Background: an optimization exercise with open tools, aiming at small area, a short achievable clock period and few clock cycles per item. Do not read the settings as production practice. In this exercise RTL edits were held to simulation tests only and were not proved equivalent to the original.

===== design/flow/standard.sh =====
#!/bin/bash
# synth_recipe.tcl (not shown) runs the flow's synth.tcl, then flattens the netlist and writes it again
# the make line also repeats each setting of config.mk as NAME=value (left out here)
make -C /OpenROAD-flow-scripts/flow DESIGN_CONFIG=/design/flow/config.mk WORK_HOME=/design/flow/orfs CLKGATE_MAP_FILE= SYNTH_SCRIPT=/design/flow/synth_recipe.tcl "${@:-finish}"

===== design/flow/design.v =====
module sc_mulx #(parameter integer K = 1) (
    input  wire [15:0] a,
    output reg  [15:0] y
);
    integer i;
    always @* begin
        y = a;
        if (K >= 0) begin
            for (i = 0; i < K; i = i + 1)
                y = {y[14:0], 1'b0} ^ (y[15] ? 16'h100B : 16'h0000);
        end else begin
            for (i = 0; i < -K; i = i + 1)
                y = {1'b0, y[15:1]} ^ (y[0] ? 16'h8805 : 16'h0000);
        end
    end
endmodule
module sc_nstep #(parameter SCALED7 = 1) (
    input  wire [127:0] c,
    input  wire [15:0]  f,
    input  wire         nb,
    output wire [127:0] n
);
    assign n[15:0] = c[15:0] ^ f;
    genvar k;
    generate
        for (k = 1; k < 7; k = k + 1) begin : g_k
            wire [15:0] m;
            sc_mulx #(.K(k)) u_m (.a(c[16*k +: 16]), .y(m));
            assign n[16*k +: 16] = m ^ (nb ? c[16*(k-1) +: 16] : 16'h0000);
        end
    endgenerate
    generate
        if (SCALED7) begin : g_s7
            sc_mulx #(.K(7)) u_m7 (.a(c[127:112] ^ (nb ? c[111:96] : 16'h0000)), .y(n[127:112]));
        end else begin : g_p7
            wire [15:0] m7;
            sc_mulx #(.K(7)) u_m7 (.a(c[127:112]), .y(m7));
            assign n[127:112] = m7 ^ (nb ? c[111:96] : 16'h0000);
        end
    endgenerate
endmodule
module sc_encoder (
    input  wire         clk,
    input  wire         step,      
    input  wire         first,     
    input  wire [63:0]  sym4,
    output reg  [127:0] state
);
    wire [127:0] a0 = state;
    wire [127:0] a1, a2, a3, a4;
    wire [127:0] b1, b2, b3, b4;
    sc_nstep #(.SCALED7(0)) u_a1 (.c(a0), .f(16'h0000), .nb(1'b1), .n(a1));
    wire [127:0] a1g = first ? 128'd0 : a1;
    sc_nstep #(.SCALED7(0)) u_a2 (.c(a1g), .f(16'h0000), .nb(1'b1), .n(a2));
    sc_nstep #(.SCALED7(0)) u_a3 (.c(a2), .f(16'h0000), .nb(1'b1), .n(a3));
    sc_nstep #(.SCALED7(0)) u_a4 (.c(a3), .f(16'h0000), .nb(1'b1), .n(a4));
    sc_nstep #(.SCALED7(0)) u_b1 (.c(128'd0), .f(sym4[15:0]),  .nb(1'b1), .n(b1));
    sc_nstep #(.SCALED7(0)) u_b2 (.c(b1),     .f(sym4[31:16]), .nb(1'b1), .n(b2));
    sc_nstep #(.SCALED7(0)) u_b3 (.c(b2),     .f(sym4[47:32]), .nb(1'b1), .n(b3));
    sc_nstep #(.SCALED7(0)) u_b4 (.c(b3),     .f(sym4[63:48]), .nb(1'b1), .n(b4));
    always @(posedge clk)
        if (step)
            state <= a4 ^ b4;
endmodule
module sc_syndrome (
    input  wire         clk,
    input  wire         load,       
    input  wire [127:0] din,
    input  wire         pad,        
    input  wire [15:0]  sym,
    input  wire         conv,       
    input  wire [5:0]   act,
    input  wire         eval,       
    output reg  [127:0] p,
    output wire [15:0]  sum         
);
    wire [127:0] ps;
    sc_nstep u_ps (.c(p), .f(pad ? sym : 16'h0000), .nb(pad), .n(ps));
    wire [127:0] pc;
    genvar i;
    generate
        for (i = 0; i < 8; i = i + 1) begin : g_c
            wire [15:0] up = (i < 7) ? p[16*(i+1) +: 16] : 16'h0000;
            wire [15:0] xa, za, ya;
            sc_mulx #(.K(1))     u_x (.a(p[16*i +: 16]), .y(xa));
            assign za = xa ^ up;
            sc_mulx #(.K(5 - i)) u_y (.a(za), .y(ya));
            if (i < 6) begin : g_in
                wire [15:0] yi;
                sc_mulx #(.K(-(i + 1))) u_i (.a(p[16*i +: 16]), .y(yi));
                assign pc[16*i +: 16] = act[i] ? ya : yi;
            end else begin : g_act
                assign pc[16*i +: 16] = ya;
            end
        end
    endgenerate
    assign sum = p[15:0] ^ p[31:16] ^ p[47:32] ^ p[63:48] ^
                 p[79:64] ^ p[95:80] ^ p[111:96] ^ p[127:112];
    always @(posedge clk) begin
        if (load)
            p <= din;
        else if (conv)
            p <= pc;
        else
            p <= ps;
    end
endmodule
module sector_check (
    input  wire         clk,
    input  wire         rst,
    input  wire         in_valid,
    output wire         in_ready,
    input  wire [63:0]  in_data,
    input  wire         in_mode,
    output reg          out_valid,
    input  wire         out_ready,
    output reg  [127:0] out_data,
    output reg          out_zero
);
    reg  [5:0] bc;         
    reg        tmode;      
    reg        efull;      
    reg        irdy;
    reg        first_r;    
    reg        msg_r;      
    reg        b32_r, b33_r, b34_r;
    reg  [4:0] fc;         
    reg        fmode;      
    reg        free_r;     
    reg        pad_r, conv_r, eval_r, copy_r, fin_r;
    reg        hand_r;     
    reg  [5:0] act_r;
    assign in_ready = irdy;
    wire in_fire  = in_valid && irdy;
    wire cur_mode = first_r ? in_mode : tmode;
    wire last     = b34_r || (b32_r && !cur_mode);
    wire handoff  = hand_r;
    wire [127:0] est;
    sc_encoder u_eng (
        .clk(clk), .step(in_fire && msg_r), .first(first_r),
        .sym4(in_data), .state(est)
    );
    wire [15:0] e7;
    sc_mulx #(.K(7)) u_e7 (.a(est[127:112]), .y(e7));
    wire [127:0] p;
    wire [15:0]  s;
    sc_syndrome u_fin (
        .clk(clk), .load(handoff), .din({e7, est[111:0]}),
        .pad(pad_r), .sym(fmode ? out_data[15:0] : 16'h0000),
        .conv(conv_r), .act(act_r), .eval(eval_r),
        .p(p), .sum(s)
    );
    wire [63:0] rev_in = {in_data[15:0], in_data[31:16], in_data[47:32], in_data[63:48]};
    wire [5:0] bc_n    = in_fire ? (last ? 6'd0 : bc + 6'd1) : bc;
    wire       efull_n = (efull && !handoff) || (in_fire && b32_r);
    wire [4:0] fc_n    = handoff ? 5'd1 :
                         (fc == 5'd0 || fin_r) ? 5'd0 : fc + 5'd1;
    wire       fmode_n = handoff ? tmode : fmode;
    wire       ov_n    = fin_r || (out_valid && !out_ready);
    wire       free_n  = (fc_n == 5'd0) && !ov_n;
    wire       hand_n  = efull_n && !handoff &&
                         (tmode ? (in_fire && b34_r) : free_n);
    always @(posedge clk) begin
        if (rst) begin
            bc        <= 6'd0;
            efull     <= 1'b0;
            irdy      <= 1'b1;
            fc        <= 5'd0;
            out_valid <= 1'b0;
            free_r    <= 1'b1;
            hand_r    <= 1'b0;
            first_r   <= 1'b1;
            msg_r     <= 1'b1;
            b32_r     <= 1'b0;
            b33_r     <= 1'b0;
            b34_r     <= 1'b0;
            pad_r     <= 1'b0;
            conv_r    <= 1'b0;
            eval_r    <= 1'b0;
            copy_r    <= 1'b0;
            fin_r     <= 1'b0;
        end else begin
            bc        <= bc_n;
            efull     <= efull_n;
            irdy      <= !efull_n || free_n;
            fc        <= fc_n;
            out_valid <= ov_n;
            free_r    <= free_n;
            hand_r    <= hand_n;
            first_r   <= (bc_n == 6'd0);
            msg_r     <= (bc_n < 6'd33);
            b32_r     <= (bc_n == 6'd32);
            b33_r     <= (bc_n == 6'd33);
            b34_r     <= (bc_n == 6'd34);
            pad_r     <= (fc_n != 5'd0) && (fc_n <= 5'd8);
            conv_r    <= (fc_n >= 5'd9) && (fc_n <= 5'd15);
            eval_r    <= fmode_n && (fc_n >= 5'd16);
            copy_r    <= !fmode_n && (fc_n == 5'd16);
            fin_r     <= (!fmode_n && fc_n == 5'd16) || (fc_n == 5'd23);
        end
    end
    integer i;
    always @(posedge clk) begin
        if (in_fire && first_r)
            tmode <= in_mode;
        fmode <= fmode_n;
        for (i = 0; i < 6; i = i + 1)
            act_r[i] <= (fc_n >= 5'd15 - i);
    end
    always @(posedge clk) begin
        if (in_fire && b33_r)
            out_data[127:64] <= rev_in;
        else if (in_fire && b34_r)
            out_data[63:0] <= rev_in;
        else if (copy_r)
            out_data <= p;
        else if ((pad_r && fmode) || eval_r)
            out_data <= {s, out_data[127:16]};
    end
    always @(posedge clk) begin
        if (copy_r)
            out_zero <= (p == 128'd0);
        else if (eval_r)
            out_zero <= (fc == 5'd16 || out_zero) && (s == 16'h0000);
    end
endmodule

===== design/flow/config.mk =====
export PLATFORM = sky130hd
export DESIGN_NAME = sector_check
export DESIGN_NICKNAME = sector_check
export VERILOG_FILES = /design/flow/design.v
export SDC_FILE = /design/flow/constraint.sdc
export NUM_CORES = 4
export LEC_CHECK = 0
export CAP_MARGIN = 20
export CORE_MARGIN = 2
export CORE_UTILIZATION = 40
export SETUP_SLACK_MARGIN = 5
export SLEW_MARGIN = 20

===== design/flow/flow/run.sh =====
#!/bin/bash
set -euo pipefail
bash standard.sh finish SETUP_SLACK_MARGIN=5.9 > orfs_flow.log 2>&1

===== design/flow/constraint.sdc =====
create_clock -name core_clock -period 10.0 [get_ports {clk}]
set_input_delay 2.0000 -clock core_clock [delete_from_list [all_inputs] [get_ports {clk}]]
set_output_delay 2.0000 -clock core_clock [all_outputs]
set_load 0.01 [all_outputs]

==> results.json, run 1 <==
{
  "drv_cap": 0,
  "timing.hold.ws_ns": 0.429,
  "synth_edf_count": 258,
  "grt_pass1_vias": 25000,
  "postCtsHoldBufs": 0,
  "layout.nets": 3665,
  "period_share_pct": 40.8,
  "cts_buffers": 51,
  "fmax_ghz": 0.245,
  "cts_buffer_depth": 3,
  "num_vias": 26400,
  "cts.clk_slew.worst_paths_ns": 0.06,
  "period_needed_ns": 4.08,
  "globalRouteTotalUtil_pct": 30.5,
  "initial_core_util_pct": 40.2,
  "netlist.area_leader.share_pct": 23.2,
  "worstMarginPinSlew_ns": 1.11,
  "hold_class": "reg2reg",
  "grt_overflow_total": 0,
  "syn_inst": 3585,
  "worstPathMaxFanout": 5,
  "met2_usage_pct": 45.2,
  "dp_slack_ns": 5.08,
  "arrival_ns": 4.41,
  "cp-end-kind": "register",
  "ys_ff_latch": 418,
  "routedWlPerCell_um": 28.7,
  "setup_tns_ns": 0,
  "avgViaCountPerCell": 5.54,
  "ys.flop_type": "edfxtp_1",
  "numClockSinks": 418,
  "dr.pass1.iters": 5,
  "syn_area_mm2": 0.0341,
  "drt_iter0_drc": 3587,
  "drt-total-wl_mm": 137,
  "path_class": "in2reg",
  "port_buffers": 199,
  "setup_viol": 0,
  "yosysSeqAreaShare_pct": 32.1,
  "rsz0062_at_grt": "no",
  "clock_skew_ns": 0.0426,
  "cp_top_family": "XOR/XNOR gates",
  "hold_viol_final": 0,
  "rows": 107,
  "critPathBufInv": 1,
  "n_fill_cell": 8199,
  "drc": 0,
  "final_common_cell": "xnor2_1",
  "netlist_top_cells_area": "xnor2_1 (23%), edfxtp_1 (23%), dfxtp_1 (9.4%)",
  "busiest_layer": "met2",
  "cp_common_cell": "xnor2_1",
  "die_area_mm2": 0.0875,
  "use_met1_pct": 41.1,
  "ios": 200,
  "place_congestion": 1.04,
  "regArea_mm2": 0.0110,
  "cp.required_ns": 10.33,
  "crit_chain": "clkdlybuf4s50_1 -> xor2_1 -> xor2_1 -> xnor2_1 -> xnor2_1 -> xnor2_1",
  "gr-usage-met3_pct": 9.35,
  "die_height_um": 296,
  "final_antenna_net_count": 0,
  "crit_slowest_cell": "clkdlybuf4s50_1",
  "fp.dieW_um": 296,
  "avgSynthCellArea_um2": 9.50,
  "tritoncts": "done",
  "status": "finished clean",
  "drive_gt1_share_pct": 6.32,
  "antenna_found_initial": 14,
  "dp_hpwl_mm": 104,
  "synth-async-reset-ratio_pct": 0,
  "final_cell_mix": "xnor2_1 (900), nand2_1 (439), xor2_1 (343), o21ai_0 (305), edfxtp_1 (258)",
  "netlist.top_cell.by_area": "xnor2_1",
  "root_buffer": "clkbuf_16",
  "start_kind": "primary input",
  "synthDistinctLibCells": 56,
  "fin_ws_ns": 5.92,
  "area_delta_synth_final_pct": 12.7,
  "yosys_warnings": 17,
  "grt_start_max_net_pins": 209,
  "multi_input_area_mm2": 0.0218,
  "slew_violations": 0,
  "cts_max_level": 2,
  "critPathMaxStageDelay_ns": 0.79,
  "coreArea_mm2": 0.0847,
  "grt_pass1_wl_mm": 189,
  "worstSkewPairLatency_ns": 0.63,
  "max-slew-margin-rel_pct": 26.2,
  "syn-num-nets": 3672
}
[synth_stat cells (all sizes together) (11+ instances only)]
master / number
xnor2: 923
nand2: 439
xor2: 347
o21ai: 305
edfxtp: 258
clkbuf: 231
nor2: 226
dfxtp: 160
mux2i: 152
xnor3: 87
buf: 78
a21oi: 76
o211ai: 54
mux2: 40
inv: 37
nor2b: 30
nor4: 28
xor3: 19
ha: 18
nor3: 11
[sequential cells by signal (all words and copies together) (netlist names)]
register and count:
fin_r 1, b33_r 1, act_r 6, u_eng.state 128, first_r 1, pad_r 1, msg_r 1, irdy 1
conv_r 1, copy_r 1, fmode 1, out_data 128, b34_r 1, hand_r 1, tmode 1, out_valid 1
u_fin.p 128, b32_r 1, out_zero 1, efull 1, eval_r 1, fc 5, bc 6
[metal layers]
layer	vias up	wire, um
met1	12800	54800
li1	11800	-
met5	-	163
met4	18	6110
met3	332	16900
met2	1540	58900
[per-stage QoR]
step | std cells | utilization, % | area, um^2
3_3_place_gp | 4665 | 43.3 | 36700
2_1_floorplan | 3585 | - | 34100
5_1_grt | 4765 | 45.3 | 38400
6_report | 4769 | 45.3 | 38400
4_1_cts | 4761 | 45.2 | 38300
3_5_place_dp | 4665 | 43.3 | 36700
[worst reg2reg max path: cells and delay by family (launching register included)]
family                    cells  cell delay [ns]
DFF                           1             0.65
muxes                         1             0.41
xor gates and xnor gates      7             2.70
[final timing paths]
kind	start	endpoint	slack [ns]	depth (start not counted)
max	in_data[15]	u_eng.state[19]$_DFFE_PP_	5.92	6
min	fmode$_DFF_P_	copy_r$_SDFF_PP0_	0.43	1
max reg2reg	u_eng.state[110]$_DFFE_PP_	u_eng.state[124]$_DFFE_PP_	6.00	8
min reg2reg	fmode$_DFF_P_	copy_r$_SDFF_PP0_	0.43	1
[layout make-up]
class	instances	area share, %
Multi-Input combinational cell	2821	56.7
Sequential cell	418	28.6
Timing Repair Buffer	249	6.32
Clock buffer	80	3.97
Tap cell	1144	3.73
Inverter	37	0.362
Clock inverter	16	0.310
Antenna cell	4	0.0261
[kinds of logic (layout without fill, tap and decap cells)]
kind of cell               Yosys count  in the layout  share of synthesized area [%]
xor gates and xnor gates          1376           1376                           40.5
and+or+nand+nor                    784            784                           9.66
muxes                              192            192                           5.82
other                                0              4                              0
DFF                                418            418                           32.1
AOI/OAI and AO/OA                  451            451                           7.14
adders and majority gates           18             18                          0.661
buffers and inverters              346            382                           4.06
[what timing repair did]
action | in CTS | in global routing
pin swaps | 0 | 0
hold endpoints to repair | 0 | 0
gates resized for setup | 3 | 2
setup buffers | 0 | 3
endpoints found under the setup margin | 55 | 58
Testbench counts, summed over its fixed seeds: cycles 11,038, items 320.
==> inputs of run 2 (changes only) <==
==> design/flow/flow/run.sh (replaced) <==
#!/bin/bash
set -euo pipefail
bash standard.sh finish SETUP_SLACK_MARGIN=6.3 > orfs_flow.log 2>&1
==> run 2 against run 1 <==
Compared with the run above:
- still clean on timing, DRC and antenna
- setup slack better by 0.35 ns
- critical path depth is 2 lower
- flip-flop and latch count is the same
- cell count increased by 0.44%
- largest cell class unchanged
==> results.json, run 2 <==
{
  "worstSkewPairLatency_ns": 0.65,
  "area_delta_synth_final_pct": 13.9,
  "cts_buffers": 49,
  "synth_edf_count": 258,
  "final_antenna_net_count": 0,
  "regArea_mm2": 0.0110,
  "multi_input_area_mm2": 0.0219,
  "r2r_cells": 8,
  "period_share_pct": 37.3,
  "clock_skew_ns": 0.0484,
  "cts.clk_slew.worst_paths_ns": 0.06,
  "drc": 0,
  "grt_pass1_vias": 24700,
  "fp.dieW_um": 296,
  "routedWlPerCell_um": 29.2,
  "cts_max_level": 2,
  "placed_area_mm2": 0.0367,
  "reg_top3": "out_data (128), u_eng.state (128), u_fin.p (128)",
  "grt_overflow_total": 0,
  "drt_iter0_drc": 3394,
  "slew_violations": 0,
  "cp-end-kind": "register",
  "ys.flop_type": "edfxtp_1",
  "numClockSinks": 418,
  "yosysSeqAreaShare_pct": 32.1,
  "avgSynthCellArea_um2": 9.50,
  "syn-num-nets": 3672,
  "syn_area_mm2": 0.0341,
  "root_buffer": "clkbuf_16",
  "syn_inst": 3585,
  "die_area_mm2": 0.0875,
  "ys_ff_latch": 418,
  "place_inst": 4667,
  "initial_core_util_pct": 40.2,
  "final_cell_mix": "xnor2_1 (890), nand2_1 (439), xor2_1 (341), o21ai_0 (305), edfxtp_1 (258)",
  "hold_class": "reg2reg",
  "die_height_um": 296,
  "synth_commonest_cells": "xnor2_1 (901), nand2_1 (439), xor2_1 (344)",
  "dp_hpwl_mm": 106,
  "drv_cap": 0,
  "netlist.top_cell.by_area": "xnor2_1",
  "max-slew-margin-rel_pct": 29.2,
  "hold_viol_final": 0,
  "n_fill_cell": 8240,
  "synthDistinctLibCells": 56,
  "dr.pass1.iters": 6,
  "avgViaCountPerCell": 5.57,
  "fmax_ghz": 0.268,
  "antenna_found_initial": 8,
  "cp.required_ns": 10.26,
  "final_area_mm2": 0.0388,
  "hold_depth": 1,
  "tritoncts": "done",
  "rows": 107,
  "port_buffers": 199,
  "coreArea_mm2": 0.0847,
  "status": "finished clean",
  "arrival_ns": 3.99,
  "num_vias": 26700,
  "period_needed_ns": 3.73,
  "fin_cells": 4790,
  "netlist.area_leader.share_pct": 23.2,
  "cts_buffer_depth": 3,
  "layout.nets": 3686,
  "worstPathMaxFanout": 64,
  "grt_pass1_wl_mm": 192,
  "drt-total-wl_mm": 140,
  "synth-async-reset-ratio_pct": 0,
  "globalRouteTotalUtil_pct": 31.1,
  "grt_start_max_net_pins": 105,
  "setup_viol": 0,
  "timing.hold.ws_ns": 0.440,
  "start_kind": "primary input",
  "setup_tns_ns": 0,
  "worstMarginPinSlew_ns": 1.06,
  "path_class": "in2reg",
  "rsz0062_at_grt": "yes",
  "netlist_top_cells_area": "xnor2_1 (23%), edfxtp_1 (23%), dfxtp_1 (9.4%)",
  "yosys_warnings": 17,
  "synthMostInstantiatedCell": "xnor2_1",
  "drive_gt1_share_pct": 7.42,
  "final_common_cell": "xnor2_1",
  "ios": 200,
  "place_congestion": 0.995
}
## run 2: cell families after synthesis
family	share of synthesized area (%)
simple gates	9.66
buf+inv	4.06
flops	32.1
fa+ha+maj	0.661
mux	5.82
xor+xnor	40.5
compound gates	7.14
## run 2: layout make-up
class	instances	share of cell area [%]
timing repair buffer	272	6.77
antenna	6	0.0387
multi-input combinational	2821	56.5
sequential	418	28.3
clock buffer	65	3.61
clock inverter	27	0.719
tap	1144	3.69
inverter	37	0.358
## run 2: worst paths after layout
kind / from / endpoint / slack, ns
worst max-delay path: in_valid / out_data[101]$_DFFE_PP_ / 6.27
worst min-delay path: fmode$_DFF_P_ / copy_r$_SDFF_PP0_ / 0.44
worst max register to register: u_eng.state[86]$_DFFE_PP_ / u_eng.state[116]$_DFFE_PP_ / 6.31
worst min register to register: fmode$_DFF_P_ / copy_r$_SDFF_PP0_ / 0.44
## run 2: repair_timing
action / CTS / global route
buffers inserted: 16 / 9
resized for setup: 33 / 23
hold endpoints to repair: 0 / 0
hold buffers: 0 / 0
setup endpoints to repair: 191 / 221
pin swaps: 1 / 4
## run 2: worst max-delay path: stages
cell	delay, ns
clkdlybuf4s50_1	0.55
and3_4	0.59
o21bai_4	0.23
clkbuf_8	0.49
## run 2: routing by layer
layer,routed length [um],share of wire (%),vias to the layer above,GRT usage (%)
li1,-,-,11800,-
met1,57300,41,13000,42.1
met3,15600,11,321,8.86
met2,60500,43,1517,46.8
met5,15,0.011,-,0
met4,6240,4.5,2,12.1
## run 2: through the flow
step	utilization (%)	setup slack, ns
detailed placement	43.3	5.08
global route	45.8	6.22
CTS	45.6	6.30
finish	45.8	6.27
floorplan	-	6.00
global placement	43.3	5.09
==> inputs of run 3 (changes only) <==
==> design/flow/flow/run.sh (replaced) <==
#!/bin/bash
set -euo pipefail
bash standard.sh finish SETUP_SLACK_MARGIN=6.6 > orfs_flow.log 2>&1
--- a/design/flow/config.mk
+++ b/design/flow/config.mk
@@ -8,5 +8,5 @@
 export CAP_MARGIN = 20
 export CORE_MARGIN = 2
-export CORE_UTILIZATION = 40
+export CORE_UTILIZATION = 55
 export SETUP_SLACK_MARGIN = 5
 export SLEW_MARGIN = 20
==> run 3 against run 2 <==
Compared with the run above:
- highest routed layer unchanged
- critical endpoint is now u_eng.state[26]$_DFFE_PP_
- hold slack got worse by 0.0080 ns
- clock-buffer cell count rose by 1
- area after synthesis did not move
- global-route usage rose by 13 points
- die area fell by 27%
- flip-flop and latch count did not move
- synthesized cell count did not move
==> results.json, run 3 <==
{
  "status": "finished clean",
  "rsz0062_at_grt": "yes",
  "antenna_found_initial": 5,
  "worstPathMaxFanout": 4,
  "final_antenna_net_count": 0,
  "dp_slack_ns": 5.20,
  "hold_viol_final": 0,
  "setup_tns_ns": 0,
  "netlist.top_cell.by_area": "xnor2_1",
  "numClockSinks": 418,
  "crit_slowest_cell": "clkdlybuf4s50_1",
  "arrival_ns": 3.83,
  "final_area_mm2": 0.0394,
  "avgSynthCellArea_um2": 9.50,
  "yosys_warnings": 17,
  "reg2reg_slack_ns": 6.62,
  "cts_buffers": 51,
  "period_share_pct": 34.7,
  "synth_edf_count": 258,
  "final_cell_mix": "xnor2_1 (863), nand2_1 (439), xor2_1 (329), o21ai_0 (305), edfxtp_1 (258)",
  "grt_pass1_vias": 26800,
  "globalRouteTotalUtil_pct": 43.7,
  "hold_class": "reg2reg",
  "ios": 200,
  "avgViaCountPerCell": 6.09,
  "die_area_mm2": 0.0639,
  "cp_top_family": "XOR/XNOR gates",
  "reg2reg_to": "u_eng.state[113]$_DFFE_PP_",
  "initial_core_util_pct": 55.4,
  "crit_chain": "clkdlybuf4s50_1 -> xor2_1 -> xor2_1 -> xnor2_1 -> xnor2_1",
  "drt-total-wl_mm": 142,
  "fp.dieW_um": 253,
  "fmax_ghz": 0.289,
  "netlist_top_cells_area": "xnor2_1 (23%), edfxtp_1 (23%), dfxtp_1 (9.4%)",
  "reg_top3": "out_data (128), u_eng.state (128), u_fin.p (128)",
  "tritoncts": "done",
  "layout.nets": 3786,
  "coreArea_mm2": 0.0615,
  "cts_buffer_depth": 3,
  "r2r_start": "u_eng.state[110]$_DFFE_PP_",
  "synthMostInstantiatedCell": "xnor2_1",
  "start_kind": "primary input",
  "synth-async-reset-ratio_pct": 0,
  "dr.pass1.iters": 6,
  "drt_iter0_drc": 3612,
  "place_inst": 4326,
  "netlist.area_leader.share_pct": 23.2,
  "period_needed_ns": 3.47,
  "yosysSeqAreaShare_pct": 32.1,
  "drc": 0,
  "setup_viol": 0,
  "grt_overflow_total": 0,
  "cp-startpoint": "in_data[9]",
  "r2r_cells": 9,
  "syn_inst": 3585,
  "port_buffers": 199,
  "synth_commonest_cells": "xnor2_1 (901), nand2_1 (439), xor2_1 (344)",
  "grt_pass1_wl_mm": 196,
  "critPathBufInv": 1,
  "worstSkewPairLatency_ns": 0.62,
  "drv_cap": 0,
  "cp.depth": 5,
  "dp_hpwl_mm": 105,
  "max-slew-margin-rel_pct": 27.9,
  "cts_max_level": 2,
  "critPathMaxStageDelay_ns": 0.67,
  "synthDistinctLibCells": 56,
  "cp.required_ns": 10.36,
  "ys.flop_type": "edfxtp_1",
  "num_vias": 27600,
  "root_buffer": "clkbuf_16",
  "worstMarginPinSlew_ns": 1.08,
  "syn-num-nets": 3672,
  "min_from": "fmode$_DFF_P_",
  "grt_start_max_net_pins": 122,
  "cts.clk_slew.worst_paths_ns": 0.06,
  "area_delta_synth_final_pct": 15.6,
  "timing.hold.ws_ns": 0.432,
  "die_height_um": 253,
  "rows": 91,
  "slew_violations": 0,
  "drive_gt1_share_pct": 11.4,
  "path_class": "in2reg",
  "fin_cells": 4533,
  "routedWlPerCell_um": 31.3,
  "final_common_cell": "xnor2_1",
  "cp-end-kind": "register",
  "ys_ff_latch": 418,
  "fin_ws_ns": 6.53,
  "clock_skew_ns": 0.0247,
  "placed_area_mm2": 0.0363,
  "place_congestion": 1.03,
  "crit_end": "u_eng.state[26]$_DFFE_PP_",
  "syn_area_mm2": 0.0341,
  "fin_util_pct": 64.0
}
run 3: cell counts after synthesis:
No cell type changed its count.
run 3: cell type report:
| type | count | area, um^2 |
|---|---|---|
| Antenna cell | 2 | 5.00 |
| Inverter | 37 | 139 |
| Timing Repair Buffer | 364 | 3200 |
| Clock inverter | 29 | 273 |
| Tap cell | 790 | 988 |
| Sequential cell | 418 | 11000 |
| Multi-Input combinational cell | 2827 | 22400 |
| Fill cell | 5164 | 22100 |
| Clock buffer | 66 | 1370 |
run 3: layer usage:
| layer | part of all wire [%] | vias up | global-route usage (%) |
|---|---|---|---|
| li1 | - | 12000 | - |
| met1 | 35 | 13400 | 52.1 |
| met2 | 45 | 1767 | 67.8 |
| met3 | 10 | 487 | 9.62 |
| met4 | 10 | 4 | 36.2 |
| met5 | 0.034 | - | 0 |
run 3: how the worst min path moves through the flow:
stage | end | slack [ns] | cells after the start
finish | copy_r$_SDFF_PP0_ | 0.43 | 1
global route | copy_r$_SDFF_PP0_ | 0.45 | 1
CTS | copy_r$_SDFF_PP0_ | 0.44 | 1
detailed placement | copy_r$_SDFF_PP0_ | 0.43 | 1
global placement | copy_r$_SDFF_PP0_ | 0.43 | 1
floorplan | copy_r$_SDFF_PP0_ | 0.41 | 1
run 3: kinds of logic after synthesis:
group           Yosys count  synth area share (%)
xor+xnor               1376                  40.5
simple gates            784                  9.66
compound gates          451                  7.14
flops                   418                  32.1
buf+inv                 346                  4.06
mux                     192                  5.82
fa+ha+maj                18                 0.661
run 3: what timing repair did:
item                                    4_1_cts  5_1_grt
gates resized for setup                     251       47
pin swaps                                    19       12
hold buffers                                  0        0
cloned                                        6        0
endpoints found under the setup margin      472      168
setup buffers                                90       14
==> inputs of run 4 (changes only) <==
--- a/design/flow/config.mk
+++ b/design/flow/config.mk
@@ -8,5 +8,5 @@
 export CAP_MARGIN = 20
 export CORE_MARGIN = 2
-export CORE_UTILIZATION = 55
+export CORE_UTILIZATION = 40
 export SETUP_SLACK_MARGIN = 5
 export SLEW_MARGIN = 20
==> run 4 against run 3 <==
Compared with the run above:
- synthesized cell count unchanged
- design area is 0.40% higher
- critical path type unchanged
- critical path depth unchanged
==> results.json, run 4 <==
{
  "status": "finished clean",
  "cts_max_level": 2,
  "hold_viol_final": 0,
  "min_to": "copy_r$_SDFF_PP0_",
  "cts_buffer_depth": 3,
  "critPathBufInv": 1,
  "worstSkewPairLatency_ns": 0.63,
  "r2r_start": "u_eng.state[106]$_DFFE_PP_",
  "reg_top3": "out_data (128), u_eng.state (128), u_fin.p (128)",
  "cp-end-kind": "register",
  "grt_start_max_net_pins": 232,
  "slew_violations": 0,
  "ys.flop_type": "edfxtp_1",
  "cp_common_cell": "xnor2_1",
  "routedWlPerCell_um": 28.7,
  "dp_hpwl_mm": 104,
  "netlist.top_cell.by_area": "xnor2_1",
  "fin_ws_ns": 6.59,
  "cp.required_ns": 10.33,
  "crit_slowest_cell": "dlygate4sd2_1",
  "yosys_warnings": 17,
  "setup_tns_ns": 0,
  "final_antenna_net_count": 0,
  "ios": 200,
  "final_common_cell": "xnor2_1",
  "arrival_ns": 3.74,
  "synth_edf_count": 258,
  "die_height_um": 296,
  "dp_slack_ns": 5.03,
  "ys_ff_latch": 418,
  "final_area_mm2": 0.0395,
  "hold_class": "reg2reg",
  "setup_viol": 0,
  "crit_chain": "dlygate4sd2_1 -> xnor2_1 -> xnor2_2 -> xnor2_1 -> xnor2_1",
  "dr.pass1.iters": 5,
  "root_buffer": "clkbuf_16",
  "initial_core_util_pct": 40.2,
  "num_vias": 27200,
  "drv_cap": 0,
  "syn_area_mm2": 0.0341,
  "netlist_top_cells_area": "xnor2_1 (23%), edfxtp_1 (23%), dfxtp_1 (9.4%)",
  "fmax_ghz": 0.293,
  "clock_skew_ns": 0.0363,
  "rsz0062_at_grt": "yes",
  "place_congestion": 1.04,
  "critPathMaxStageDelay_ns": 0.65,
  "fp.dieW_um": 296,
  "tritoncts": "done",
  "yosysSeqAreaShare_pct": 32.1,
  "r2r_cells": 10,
  "path_class": "in2reg",
  "placed_area_mm2": 0.0367,
  "grt_overflow_total": 0,
  "synth-async-reset-ratio_pct": 0,
  "min_from": "fmode$_DFF_P_",
  "drt-total-wl_mm": 140,
  "rows": 107,
  "reg2reg_to": "u_eng.state[119]$_DFFE_PP_",
  "final_cell_mix": "xnor2_1 (866), nand2_1 (439), xor2_1 (331), o21ai_0 (305), edfxtp_1 (258)",
  "start_kind": "primary input",
  "drt_iter0_drc": 3459,
  "synthMostInstantiatedCell": "xnor2_1",
  "worstPathMaxFanout": 5,
  "coreArea_mm2": 0.0847,
  "cts_buffers": 47,
  "synth_commonest_cells": "xnor2_1 (901), nand2_1 (439), xor2_1 (344)",
  "syn-num-nets": 3672,
  "grt_pass1_wl_mm": 192,
  "drc": 0,
  "globalRouteTotalUtil_pct": 31.1,
  "max-slew-margin-rel_pct": 13.9,
  "antenna_found_initial": 9,
  "worstMarginPinSlew_ns": 1.29,
  "layout.nets": 3764,
  "cp_top_family": "XOR/XNOR gates",
  "syn_inst": 3585,
  "synthDistinctLibCells": 56,
  "die_area_mm2": 0.0875,
  "numClockSinks": 418,
  "period_needed_ns": 3.41,
  "avgSynthCellArea_um2": 9.50,
  "area_delta_synth_final_pct": 16.1,
  "avgViaCountPerCell": 5.59,
  "reg2reg_slack_ns": 6.60,
  "drive_gt1_share_pct": 10.9,
  "netlist.area_leader.share_pct": 23.2,
  "n_antenna_cell": 0,
  "port_buffers": 199,
  "grt_pass1_vias": 25200,
  "hold_depth": 1,
  "period_share_pct": 34.1,
  "cts.clk_slew.worst_paths_ns": 0.07
}
==> run 4: cells by family after synthesis <==
logic type,Yosys count,synth area share (%)
flops,418,32.1
fa+ha+maj,18,0.661
xor+xnor,1376,40.5
compound gates,451,7.14
mux,192,5.82
buf+inv,346,4.06
simple gates,784,9.66
==> run 4: how the worst max path moves through the flow <==
| stage | start | to | slack, ns | depth (start not counted) |
|---|---|---|---|---|
| final | in_data[5] | u_eng.state[37]$_DFFE_PP_ | 6.59 | 5 |
| after global routing | first_r$_SDFF_PP1_ | u_eng.state[117]$_DFFE_PP_ | 6.54 | 8 |
| after CTS | u_eng.state[110]$_DFFE_PP_ | u_eng.state[100]$_DFFE_PP_ | 6.59 | 11 |
| after detailed placement | in_valid | u_eng.state[123]$_DFFE_PP_ | 5.03 | 4 |
| after global placement | in_valid | u_eng.state[122]$_DFFE_PP_ | 5.06 | 4 |
| after floorplan | in_valid | out_data[0]$_DFFE_PP_ | 6.01 | 6 |
==> run 4: per-stage QoR <==
stage,std cells,hold WS [ns],utilization (%)
after global placement,4666,0.427,43.3
after global routing,4860,0.466,46.7
after CTS,4818,0.454,46.0
after floorplan,3585,0.409,-
final,4860,0.450,46.7
after detailed placement,4666,0.440,43.3
==> run 4: worst reg2reg max path, stage by stage, from the launching register on <==
cell,delay (ns)
edfxtp_1,0.44
buf_4,0.19
xnor3_2,0.42
xor2_4,0.22
mux2_4,0.35
buf_4,0.16
xnor2_4,0.25
xor3_1,0.54
xnor3_1,0.25
xnor2_1,0.21
xnor2_1,0.10
==> run 4: layout make-up <==
class | count | area (um^2)
clock buffer | 72 | 1410
clock inverter | 16 | 164
multi-input combinational | 2824 | 22300
timing repair buffer | 349 | 3070
tap | 1144 | 1430
inverter | 37 | 139
sequential | 418 | 11000
fill | 8155 | 45200
==> run 4: layer usage <==
metal	GRT usage (%)	routed length, um
met2	46.1	60200
met5	0	109
met1	41.2	55300
met4	14.5	7360
met3	9.48	16700
==> run 4: what timing repair did <==
item | 4_1_cts | 5_1_grt
setup endpoints to repair | 527 | 210
gates cloned | 3 | 0
pin swaps | 16 | 16
setup buffers | 61 | 42
resized for setup | 241 | 54
hold buffers | 0 | 0
==> inputs of run 5 (changes only) <==
==> design/flow/flow/run.sh (replaced) <==
#!/bin/bash
set -euo pipefail
bash standard.sh finish SETUP_SLACK_MARGIN=6.8 'BUFFER_PORTS_ARGS=-buffer_cell sky130_fd_sc_hd__buf_2' > orfs_flow.log 2>&1
==> run 5 against run 4 <==
Compared with the run above:
- clock-buffer cell count is 2 lower
- setup slack better by 0.11 ns
- register-to-register slack better by 0.18 ns
- hold slack lost 0.0033 ns
- flip-flop and latch count stayed put
- critical endpoint is now out_data[88]
- via count grew 0.40%
- wire length is 2.4% lower
- largest cell class unchanged
==> results.json, run 5 <==
{
  "grt_overflow_total": 0,
  "cts_buffers": 50,
  "ios": 200,
  "grt_pass1_wl_mm": 188,
  "avgViaCountPerCell": 5.52,
  "fmax_ghz": 0.302,
  "period_share_pct": 33.1,
  "cts.clk_slew.worst_paths_ns": 0.07,
  "arrival_ns": 1.31,
  "reg_top3": "out_data (128), u_eng.state (128), u_fin.p (128)",
  "netlist.area_leader.share_pct": 23.2,
  "start_kind": "register",
  "period_needed_ns": 3.31,
  "netlist.top_cell.by_area": "xnor2_1",
  "dp_hpwl_mm": 101,
  "syn-num-nets": 3672,
  "slew_violations": 0,
  "numClockSinks": 418,
  "num_vias": 27300,
  "yosysSeqAreaShare_pct": 32.1,
  "layout.nets": 3846,
  "setup_viol": 0,
  "cp_top_family": "flip-flops",
  "synth_edf_count": 258,
  "worstMarginPinSlew_ns": 1.06,
  "r2r_start": "u_eng.state[44]$_DFFE_PP_",
  "initial_core_util_pct": 40.2,
  "drt-total-wl_mm": 136,
  "synthDistinctLibCells": 56,
  "coreArea_mm2": 0.0847,
  "grt_pass1_vias": 25300,
  "yosys_warnings": 17,
  "worstPathMaxFanout": 2,
  "crit_chain": "buf_2",
  "syn_inst": 3585,
  "routedWlPerCell_um": 27.6,
  "root_buffer": "clkbuf_16",
  "crit_slowest_cell": "edfxtp_1",
  "ys_ff_latch": 418,
  "placed_area_mm2": 0.0358,
  "port_buffers": 199,
  "rows": 107,
  "clock_skew_ns": 0.0594,
  "antenna_found_initial": 7,
  "critPathMaxStageDelay_ns": 0.47,
  "drive_gt1_share_pct": 18.9,
  "cts_max_level": 2,
  "n_antenna_cell": 0,
  "die_height_um": 296,
  "final_cell_mix": "xnor2_1 (851), nand2_1 (439), xor2_1 (327), o21ai_0 (305), edfxtp_1 (258)",
  "avgSynthCellArea_um2": 9.50,
  "synthMostInstantiatedCell": "xnor2_1",
  "critPathBufInv": 1,
  "hold_viol_final": 0,
  "path_class": "reg2out",
  "die_area_mm2": 0.0875,
  "synth_commonest_cells": "xnor2_1 (901), nand2_1 (439), xor2_1 (344)",
  "hold_class": "reg2reg",
  "tritoncts": "done",
  "synth-async-reset-ratio_pct": 0,
  "drc": 0,
  "area_delta_synth_final_pct": 17.0,
  "final_antenna_net_count": 0,
  "max-slew-margin-rel_pct": 29.2,
  "globalRouteTotalUtil_pct": 30.2,
  "rsz0062_at_grt": "yes",
  "min_from": "fmode$_DFF_P_",
  "cp.required_ns": 8.00,
  "drv_cap": 0,
  "fp.dieW_um": 296,
  "dr.pass1.iters": 6,
  "ys.flop_type": "edfxtp_1",
  "syn_area_mm2": 0.0341,
  "final_common_cell": "xnor2_1",
  "grt_start_max_net_pins": 130,
  "setup_tns_ns": 0,
  "netlist_top_cells_area": "xnor2_1 (23%), edfxtp_1 (23%), dfxtp_1 (9.4%)",
  "place_congestion": 1.00,
  "cp-end-kind": "output port",
  "status": "finished clean",
  "drt_iter0_drc": 3420,
  "cts_buffer_depth": 3,
  "cp-startpoint": "out_data[88]$_DFFE_PP_",
  "final_area_mm2": 0.0399,
  "worstSkewPairLatency_ns": 0.66
}
==> run 5: cell families after synthesis <==
logic type	Yosys count	share of synthesized area [%]
compound gates	451	7.14
simple gates	784	9.66
buf+inv	346	4.06
mux	192	5.82
fa+ha+maj	18	0.661
xor+xnor	1376	40.5
flops	418	32.1
==> run 5: repair_timing <==
item / in CTS / in global routing
hold buffers: 0 / 0
endpoints found under the setup margin: 412 / 241
gates resized for setup: 87 / 77
pin swaps: 35 / 36
setup buffers: 122 / 61
gates cloned: 1 / 1
==> run 5: per-layer routing <==
metal,up-vias,GRT usage (%),routed length (um)
met5,-,0,95
met4,16,13.4,7400
met3,338,6.97,14600
met2,1549,45.9,59700
met1,13300,41.0,54500
li1,12100,-,-
==> run 5: layout make-up <==
cell class,count,area (um^2)
Fill cell,8040,44900
Multi-Input combinational cell,2822,22600
Sequential cell,418,11000
Timing Repair Buffer,430,3010
Clock buffer,70,1440
Tap cell,1144,1430
Clock inverter,24,248
Inverter,37,139
==> run 5: metrics by stage <==
step | worst slack [ns] | utilization (%) | std cells | hold WS, ns
after floorplan | 6.01 | - | 3585 | 0.409
after global placement | 5.43 | 42.2 | 4666 | 0.427
after detailed placement | 5.44 | 42.2 | 4666 | 0.433
after CTS | 6.62 | 45.9 | 4883 | 0.443
after global routing | 6.67 | 47.0 | 4945 | 0.457
final | 6.69 | 47.0 | 4945 | 0.446
==> run 5: worst paths after layout <==
path,endpoint,slack [ns],depth (start not counted)
min reg2reg,copy_r$_SDFF_PP0_,0.45,1
max,out_data[88],6.69,1
max reg2reg,u_eng.state[67]$_DFFE_PP_,6.78,8
min,copy_r$_SDFF_PP0_,0.45,1
==> inputs of run 6 (changes only) <==
==> design/flow/flow/run.sh (replaced) <==
#!/bin/bash
set -euo pipefail
bash standard.sh finish SETUP_SLACK_MARGIN=6.45 'BUFFER_PORTS_ARGS=-buffer_cell sky130_fd_sc_hd__buf_2' > orfs_flow.log 2>&1
==> run 6 against run 5 <==
Compared with the run above:
- via count fell by 2.1%
- wire length rose by 0.12%
- flip-flop and latch count did not move
- largest cell class unchanged
- clock skew fell by 0.0076 ns
- highest routed layer unchanged
- still clean
==> results.json, run 6 <==
{
  "initial_core_util_pct": 40.2,
  "max-slew-margin-rel_pct": 14.8,
  "avgViaCountPerCell": 5.58,
  "syn_area_mm2": 0.0341,
  "worstMarginPinSlew_ns": 1.28,
  "grt_pass1_vias": 24900,
  "coreArea_mm2": 0.0847,
  "cp-end-kind": "register",
  "hold_depth": 1,
  "gr-usage-met3_pct": 8.54,
  "synthMostInstantiatedCell": "xnor2_1",
  "syn_inst": 3585,
  "worstPathMaxFanout": 6,
  "cts_max_level": 2,
  "tritoncts": "done",
  "drc": 0,
  "final_antenna_net_count": 0,
  "hold_class": "reg2reg",
  "met2_usage_pct": 44.8,
  "status": "finished clean",
  "clock_skew_ns": 0.0518,
  "ios": 200,
  "setup_tns_ns": 0,
  "grt_overflow_total": 0,
  "drt_iter0_drc": 3509,
  "synthDistinctLibCells": 56,
  "busiest_layer": "met2",
  "dp_slack_ns": 5.65,
  "drv_cap": 0,
  "yosys_warnings": 17,
  "fp.dieW_um": 296,
  "die_height_um": 296,
  "num_vias": 26700,
  "die_area_mm2": 0.0875,
  "numClockSinks": 418,
  "drive_gt1_share_pct": 12.8,
  "port_buffers": 199,
  "fmax_ghz": 0.281,
  "ys_ff_latch": 418,
  "layout.nets": 3682,
  "grt_start_max_net_pins": 221,
  "rsz0062_at_grt": "yes",
  "start_kind": "register",
  "worstSkewPairLatency_ns": 0.66,
  "dr.pass1.iters": 5,
  "grt_pass1_wl_mm": 188,
  "cts.clk_slew.worst_paths_ns": 0.06,
  "drt-total-wl_mm": 136,
  "period_needed_ns": 3.56,
  "r2r_cells": 8,
  "synth_commonest_cells": "xnor2_1 (901), nand2_1 (439), xor2_1 (344)",
  "netlist.top_cell.by_area": "xnor2_1",
  "syn-num-nets": 3672,
  "min_from": "fmode$_DFF_P_",
  "reg_top3": "out_data (128), u_eng.state (128), u_fin.p (128)",
  "hold_viol_final": 0,
  "dp_hpwl_mm": 103,
  "slew_violations": 0,
  "netlist_top_cells_area": "xnor2_1 (23%), edfxtp_1 (23%), dfxtp_1 (9.4%)",
  "yosysSeqAreaShare_pct": 32.1,
  "final_common_cell": "xnor2_1",
  "place_congestion": 1.00,
  "r2r_start": "u_eng.state[94]$_DFFE_PP_",
  "cts_buffers": 48,
  "synth_edf_count": 258,
  "fin_ws_ns": 6.44,
  "avgSynthCellArea_um2": 9.50,
  "rows": 107,
  "root_buffer": "clkbuf_16",
  "globalRouteTotalUtil_pct": 30.3,
  "arrival_ns": 3.92,
  "reg2reg_to": "u_eng.state[115]$_DFFE_PP_",
  "synth-async-reset-ratio_pct": 0,
  "cts_buffer_depth": 3,
  "netlist.area_leader.share_pct": 23.2,
  "final_cell_mix": "xnor2_1 (891), nand2_1 (439), xor2_1 (338), o21ai_0 (305), edfxtp_1 (258)",
  "min_to": "copy_r$_SDFF_PP0_",
  "setup_viol": 0,
  "timing.hold.ws_ns": 0.457,
  "period_share_pct": 35.6,
  "area_delta_synth_final_pct": 10.6,
  "cp.required_ns": 10.36,
  "antenna_found_initial": 6,
  "reg2reg_slack_ns": 6.44,
  "use_met1_pct": 41.5,
  "ys.flop_type": "edfxtp_1",
  "routedWlPerCell_um": 28.5,
  "path_class": "reg2reg"
}
==> run 6: worst max-delay path, cell delays in order, from the launching register on <==
cell	delay, ns
edfxtp_1	0.54
xor3_2	0.64
and2b_1	0.33
xnor2_1	0.39
xor3_1	0.47
xnor2_1	0.22
xnor3_1	0.32
xnor3_1	0.24
xor2_1	0.15
==> run 6: timing repair <==
item                       in CTS  in global routing
setup buffers                  19                  7
setup endpoints to repair     124                 18
pin swaps                       2                  1
hold buffers                    0                  0
resized for setup              17                 15
==> run 6: routing by layer <==
layer	up-vias	wire (um)	share of wire, %
met2	1563	59100	43
met4	11	5830	4.3
met1	13000	55800	41
met3	297	15600	11
li1	11800	-	-
met5	-	130	0.095
==> run 6: per-stage QoR <==
stage | area, um^2 | instances | utilization (%)
after floorplan | 34200 | 3585 | -
after global placement | 35700 | 4663 | 42.1
after detailed placement | 35700 | 4663 | 42.1
after CTS | 37500 | 4772 | 44.3
after global routing | 37700 | 4779 | 44.4
final | 37700 | 4785 | 44.5
==> run 6: cell families after synthesis <==
family | share of synthesized area (%)
fa+ha+maj | 0.661
mux | 5.82
buf+inv | 4.06
xor+xnor | 40.5
flops | 32.1
simple gates | 9.66
compound gates | 7.14
==> run 6: how the worst max path moves through the flow <==
stage,startpoint,to,slack (ns),cells after the start
CTS,u_eng.state[92]$_DFFE_PP_,u_eng.state[115]$_DFFE_PP_,6.45,9
finish,u_eng.state[94]$_DFFE_PP_,u_eng.state[115]$_DFFE_PP_,6.44,8
global placement,in_valid,u_eng.state[120]$_DFFE_PP_,5.68,3
global route,u_eng.state[107]$_DFFE_PP_,u_eng.state[116]$_DFFE_PP_,6.32,8
floorplan,in_valid,out_data[100]$_DFFE_PP_,6.00,5
detailed placement,in_valid,u_eng.state[116]$_DFFE_PP_,5.65,3
==> run 6: area by class of cell <==
cell class | count | area, um^2
fillers | 8248 | 47100
multi-input cells | 2821 | 22000
flip-flops and latches | 418 | 11000
repair buffers | 269 | 1570
well taps | 1144 | 1430
clock buffers | 68 | 1360
clock inverters | 22 | 240
inverters | 37 | 139
diodes | 6 | 15.0
==> inputs of run 7 (changes only) <==
==> design/flow/flow/run.sh (replaced) <==
#!/bin/bash
set -euo pipefail
bash standard.sh finish SETUP_SLACK_MARGIN=6.6 'BUFFER_PORTS_ARGS=-buffer_cell sky130_fd_sc_hd__buf_2' > orfs_flow.log 2>&1
--- a/design/flow/config.mk
+++ b/design/flow/config.mk
@@ -9,4 +9,5 @@
 export CORE_MARGIN = 2
 export CORE_UTILIZATION = 40
+export GPL_TIMING_DRIVEN = 1
 export SETUP_SLACK_MARGIN = 5
 export SLEW_MARGIN = 20
==> run 7 against run 6 <==
Compared with the run above:
- wire length grew 1.0%
- via count rose by 0.81%
- highest routed layer unchanged
- global-route usage grew 0.31 points
- area after synthesis unchanged
- clock-buffer cell count shrank 6
- sequential share of layout area fell by 0.54 points
- non-clock buffer count is 43 higher
- first-iteration DRC count shrank 2.8%
- core utilization grew 0.83 points
- die area stayed put
- synthesized cell count unchanged
==> results.json, run 7 <==
{
  "crit_slowest_cell": "dfxtp_1",
  "fin_ws_ns": 6.57,
  "cts_buffers": 50,
  "antenna_found_initial": 10,
  "layout.nets": 3729,
  "final_antenna_net_count": 0,
  "root_buffer": "clkbuf_16",
  "synthMostInstantiatedCell": "xnor2_1",
  "ys_ff_latch": 418,
  "cp.required_ns": 8.00,
  "start_kind": "register",
  "port_buffers": 199,
  "hold_viol_final": 0,
  "placed_area_mm2": 0.0357,
  "dp_hpwl_mm": 102,
  "clock_skew_ns": 0.0426,
  "final_common_cell": "xnor2_1",
  "setup_tns_ns": 0,
  "drc": 0,
  "rsz0062_at_grt": "yes",
  "cp_top_family": "flip-flops",
  "initial_core_util_pct": 40.2,
  "period_share_pct": 34.3,
  "fmax_ghz": 0.291,
  "setup_viol": 0,
  "path_class": "reg2out",
  "synth_edf_count": 258,
  "drt-total-wl_mm": 138,
  "routedWlPerCell_um": 28.5,
  "grt_pass1_wl_mm": 189,
  "arrival_ns": 1.43,
  "avgViaCountPerCell": 5.57,
  "period_needed_ns": 3.43,
  "dp_slack_ns": 5.27,
  "worstSkewPairLatency_ns": 0.64,
  "drv_cap": 0,
  "die_area_mm2": 0.0875,
  "fin_cells": 4833,
  "max-slew-margin-rel_pct": 23.8,
  "dr.pass1.iters": 6,
  "critPathBufInv": 1,
  "area_delta_synth_final_pct": 12.7,
  "drive_gt1_share_pct": 14.5,
  "num_vias": 26900,
  "fp.dieW_um": 296,
  "grt_pass1_vias": 24900,
  "n_fill_cell": 8204,
  "fin_util_pct": 45.3,
  "globalRouteTotalUtil_pct": 30.6,
  "yosysSeqAreaShare_pct": 32.1,
  "netlist_top_cells_area": "xnor2_1 (23%), edfxtp_1 (23%), dfxtp_1 (9.4%)",
  "netlist.area_leader.share_pct": 23.2,
  "synth_commonest_cells": "xnor2_1 (901), nand2_1 (439), xor2_1 (344)",
  "yosys_warnings": 17,
  "slew_violations": 0,
  "grt_overflow_total": 0,
  "critPathMaxStageDelay_ns": 0.61,
  "worstPathMaxFanout": 9,
  "syn_inst": 3585,
  "cts_buffer_depth": 3,
  "grt_start_max_net_pins": 163,
  "synthDistinctLibCells": 56,
  "coreArea_mm2": 0.0847,
  "avgSynthCellArea_um2": 9.50,
  "reg_top3": "out_data (128), u_eng.state (128), u_fin.p (128)",
  "crit_chain": "buf_2",
  "numClockSinks": 418,
  "hold_class": "reg2reg",
  "syn_area_mm2": 0.0341,
  "rows": 107,
  "cts.clk_slew.worst_paths_ns": 0.06,
  "cts_max_level": 2,
  "tritoncts": "done",
  "place_congestion": 0.989,
  "die_height_um": 296,
  "postCtsHoldBufs": 0,
  "final_cell_mix": "xnor2_1 (885), nand2_1 (439), xor2_1 (337), o21ai_0 (305), edfxtp_1 (258)",
  "cp-end-kind": "output port",
  "place_inst": 4663,
  "status": "finished clean",
  "worstMarginPinSlew_ns": 1.14,
  "synth-async-reset-ratio_pct": 0,
  "ys.flop_type": "edfxtp_1",
  "final_area_mm2": 0.0384,
  "syn-num-nets": 3672,
  "drt_iter0_drc": 3411,
  "netlist.top_cell.by_area": "xnor2_1",
  "ios": 200
}
[run 7: cell types whose count changed in the layout (fill, tap and decap cells not counted), sizes merged, moves of 2 or more]
cell / previous run / this run
clkbuf: 68 / 64
clkinv: 13 / 17
and3: 4 / 6
bufinv: 3 / 7
clkinvlp: 2 / 5
buf: 269 / 309
[run 7: cell families (layout without fill, tap and decap cells)]
group | after synthesis | in the layout | share of synthesized area (%)
AO/OA/AOI/OAI | 451 | 451 | 7.14
XOR/XNOR | 1376 | 1376 | 40.5
adder cells (fa/ha/maj) | 18 | 18 | 0.661
buffers and inverters | 346 | 443 | 4.06
flip-flops | 418 | 418 | 32.1
multiplexers | 192 | 192 | 5.82
other | 0 | 5 | 0
AND/OR/NAND/NOR | 784 | 786 | 9.66
[run 7: worst reg2reg max path: stages, from the launching register on]
cell and delay (ns):
edfxtp_1 0.47, buf_4 0.19, xnor3_2 0.44, xor2_1 0.27
xnor2_1 0.20, mux2_4 0.38, xnor2_4 0.24, xnor3_2 0.36
xnor3_1 0.39, xor2_1 0.15
[run 7: per-stage QoR]
| step | hold slack (ns) |
|---|---|
| finish | 0.467 |
| global route | 0.480 |
| CTS | 0.462 |
| detailed placement | 0.452 |
| global placement | 0.439 |
| floorplan | 0.409 |
[run 7: area by class of cell]
| class | instances | area, um^2 | share of cell area [%] |
|---|---|---|---|
| diodes | 5 | 12.5 | 0.0326 |
| clock buffers | 62 | 1340 | 3.48 |
| clock inverters | 32 | 372 | 0.968 |
| inverters | 37 | 139 | 0.362 |
| multi-input cells | 2823 | 22100 | 57.6 |
| flip-flops and latches | 418 | 11000 | 28.6 |
| well taps | 1144 | 1430 | 3.73 |
| repair buffers | 312 | 2010 | 5.24 |
[run 7: layer usage]
metal	vias up	track usage, %	routed length, um
met1	13100	41.6	55100
met2	1632	45.8	59600
li1	11900	-	-
met4	10	14.3	7320
met5	-	1.50	235
met3	338	7.16	15600
[run 7: repair_timing]
| item | in CTS | in global routing |
|---|---|---|
| cloned | 2 | 1 |
| resized for setup | 38 | 26 |
| pin swaps | 13 | 16 |
| endpoints found under the setup margin | 255 | 172 |
| endpoints found under the hold margin | 0 | 0 |
| buffers inserted | 48 | 20 |
[run 7: worst paths after layout]
check / from / end / cells after the start / slack, ns
max: irdy$_SDFF_PP1_ / in_ready / 1 / 6.57
min: fmode$_DFF_P_ / copy_r$_SDFF_PP0_ / 1 / 0.47
max reg2reg: u_eng.state[126]$_DFFE_PP_ / u_eng.state[115]$_DFFE_PP_ / 9 / 6.65
min reg2reg: fmode$_DFF_P_ / copy_r$_SDFF_PP0_ / 1 / 0.47
==> inputs of run 8 (changes only) <==
--- a/design/flow/config.mk
+++ b/design/flow/config.mk
@@ -6,8 +6,8 @@
 export NUM_CORES = 4
 export LEC_CHECK = 0
+export ABC_AREA = 1
 export CAP_MARGIN = 20
 export CORE_MARGIN = 2
 export CORE_UTILIZATION = 40
-export GPL_TIMING_DRIVEN = 1
 export SETUP_SLACK_MARGIN = 5
 export SLEW_MARGIN = 20
==> run 8 against run 7 <==
Compared with the run above:
- still clean
- first-iteration DRC count is 73% higher
- fmax is 0.19% lower
- register-to-register slack better by 0.03 ns
- clock skew is 0.010 ns lower
- area after synthesis is 7.0% higher
- critical endpoint is now out_data[4]
- largest cell class unchanged
==> results.json, run 8 <==
{
  "area_delta_synth_final_pct": 11.8,
  "ys.flop_type": "edfxtp_1",
  "reg_top3": "out_data (128), u_eng.state (128), u_fin.p (128)",
  "syn_area_mm2": 0.0364,
  "place_congestion": 1.05,
  "cp-startpoint": "out_data[4]$_DFFE_PP_",
  "dr.pass1.iters": 6,
  "grt_pass1_wl_mm": 253,
  "drt_iter0_drc": 5897,
  "n_fill_cell": 9218,
  "rsz0062_at_grt": "yes",
  "crit_chain": "buf_2",
  "avgSynthCellArea_um2": 7.09,
  "period_needed_ns": 3.44,
  "cp_top_family": "flip-flops",
  "grt_overflow_total": 0,
  "cts.clk_slew.worst_paths_ns": 0.06,
  "arrival_ns": 1.44,
  "hold_class": "reg2reg",
  "die_area_mm2": 0.0935,
  "yosys_warnings": 17,
  "drv_cap": 0,
  "num_vias": 38000,
  "setup_tns_ns": 0,
  "netlist.area_leader.share_pct": 21.3,
  "period_share_pct": 34.4,
  "syn_inst": 5143,
  "synthDistinctLibCells": 52,
  "drive_gt1_share_pct": 10.1,
  "critPathBufInv": 1,
  "avgViaCountPerCell": 5.91,
  "crit_end": "out_data[4]",
  "max-slew-margin-rel_pct": 27.5,
  "crit_slowest_cell": "edfxtp_1",
  "drc": 0,
  "routedWlPerCell_um": 28.5,
  "cts_buffers": 51,
  "grt_pass1_vias": 34300,
  "cts_buffer_depth": 3,
  "rows": 110,
  "layout.nets": 5291,
  "yosysSeqAreaShare_pct": 30.1,
  "cp.depth": 1,
  "r2r_cells": 14,
  "slew_violations": 0,
  "fmax_ghz": 0.291,
  "numClockSinks": 418,
  "critPathMaxStageDelay_ns": 0.58,
  "synth-async-reset-ratio_pct": 0,
  "final_common_cell": "nand2_1",
  "coreArea_mm2": 0.0901,
  "dp_hpwl_mm": 143,
  "ys_ff_latch": 418,
  "reg2reg_to": "u_eng.state[92]$_DFFE_PP_",
  "fp.dieW_um": 306,
  "tritoncts": "done",
  "initial_core_util_pct": 40.4,
  "start_kind": "register",
  "cp-end-kind": "output port",
  "worstSkewPairLatency_ns": 0.66,
  "cts_max_level": 2,
  "die_height_um": 306,
  "path_class": "reg2out",
  "place_inst": 6278,
  "reg2reg_slack_ns": 6.68,
  "grt_start_max_net_pins": 99,
  "r2r_start": "u_eng.state[93]$_DFFE_PP_",
  "netlist_top_cells_area": "edfxtp_1 (21%), nand2_1 (15%), xor2_1 (13%)",
  "root_buffer": "clkbuf_16",
  "ios": 200,
  "port_buffers": 199,
  "timing.hold.ws_ns": 0.478,
  "netlist.top_cell.by_area": "edfxtp_1",
  "worstMarginPinSlew_ns": 1.09,
  "final_cell_mix": "nand2_1 (1398), xor2_1 (531), inv_1 (509), xnor2_1 (354), o21ai_0 (322)",
  "worstPathMaxFanout": 2,
  "globalRouteTotalUtil_pct": 37.7,
  "synth_commonest_cells": "nand2_1 (1422), xor2_1 (540), inv_1 (519)",
  "postCtsHoldBufs": 0,
  "hold_viol_final": 0,
  "synthMostInstantiatedCell": "nand2_1",
  "fin_cells": 6427,
  "antenna_found_initial": 10,
  "synth_edf_count": 258,
  "status": "finished clean",
  "syn-num-nets": 5230,
  "clock_skew_ns": 0.0326,
  "final_antenna_net_count": 0,
  "setup_viol": 0,
  "drt-total-wl_mm": 183,
  "cp.required_ns": 8.00
}
[run 8: per-stage QoR]
stage / instance area (um^2) / util [%] / setup WS, ns
after floorplan: 36600 / - / 5.61
after global placement: 38100 / 42.3 / 5.10
after detailed placement: 38100 / 42.3 / 5.10
after CTS: 40200 / 44.6 / 6.60
after global routing: 40700 / 45.2 / 6.51
final: 40700 / 45.2 / 6.56
[run 8: kinds of logic after synthesis]
group	share of synthesized area, %
simple gates	24.8
fa+ha+maj	0.618
flops	30.1
xor+xnor	22.7
buf+inv	8.58
compound gates	13.3
[run 8: worst min path at each step]
stage | startpoint | endpoint | slack [ns] | cells past startpoint
floorplan | fmode$_DFF_P_ | fmode$_DFF_P_ | 0.44 | 2
global placement | fmode$_DFF_P_ | fmode$_DFF_P_ | 0.46 | 2
detailed placement | fmode$_DFF_P_ | fmode$_DFF_P_ | 0.46 | 2
CTS | fmode$_DFF_P_ | fmode$_DFF_P_ | 0.48 | 2
global route | fmode$_DFF_P_ | fmode$_DFF_P_ | 0.50 | 2
finish | fmode$_DFF_P_ | fmode$_DFF_P_ | 0.48 | 2
[run 8: cell type report]
type	instances	area, um^2	share of cell area, %
clock buffer	73	1430	3.51
clock inverter	23	309	0.759
timing repair inverter	1	8.76	0.0215
antenna	4	10.0	0.0246
multi-input combinational	3923	22800	56.0
timing repair buffer	266	1650	4.05
sequential	418	11000	26.9
tap	1176	1470	3.61
inverter	543	2090	5.13
[run 8: what timing repair did]
| action | CTS | global route |
|---|---|---|
| setup endpoints to repair | 307 | 191 |
| setup buffers | 21 | 25 |
| gates cloned | 2 | 1 |
| hold endpoints to repair | 0 | 0 |
| pin swaps | 1 | 3 |
| gates resized for setup | 25 | 68 |
[run 8: per-layer routing]
metal	global-route usage [%]	share of wire (%)	up-vias
met4	15.7	5.0	8
met2	54.8	41	2501
met3	11.9	14	455
met5	0	0.027	-
li1	-	-	16800
met1	51.5	40	18200

-- what the ideal ports hide --
In the flow no input, the clock included, has a driving cell. The finished layouts below were timed again as built, in two steps. Step 1 (the two cells are an assumption about what drives the block):
set clk [get_ports {clk}]
set_driving_cell -lib_cell sky130_fd_sc_hd__clkbuf_16 $clk
set_driving_cell -lib_cell sky130_fd_sc_hd__buf_2 [delete_from_list [all_inputs] $clk]
Step 2 adds t to the input delays and takes it off the output delays; t is the mean of the earliest and latest rising clock arrival at the registers after step 1. Input paths then give back, and output paths get back, about the clock's delay inside the block. a / b / c = no drivers / after step 1 / after step 2; a / b = the first two.
run | t (ns) | setup slack, ns | latest minus earliest clock arrival (ns)
run 1 | 0.682 | 5.923 / 5.971 / 5.288 | 0.043 / 0.043
run 2 | 0.692 | 6.270 / 6.212 / 5.627 | 0.049 / 0.048
run 3 | 0.675 | 6.535 / 6.522 / 5.904 | 0.024 / 0.025
run 4 | 0.684 | 6.585 / 6.530 / 5.954 | 0.037 / 0.037
run 5 | 0.705 | 6.691 / 6.620 / 6.134 | 0.059 / 0.060
run 6 | 0.704 | 6.439 / 6.414 / 5.834 | 0.053 / 0.054
run 7 | 0.688 | 6.569 / 6.496 / 5.994 | 0.042 / 0.043
run 8 | 0.710 | 6.562 / 6.495 / 5.951 | 0.036 / 0.036
After both steps setup and hold are still met in every run listed. The setup slack of run 2, which loses most, moves by -0.058 ns with the drivers and by -0.643 ns with both steps.
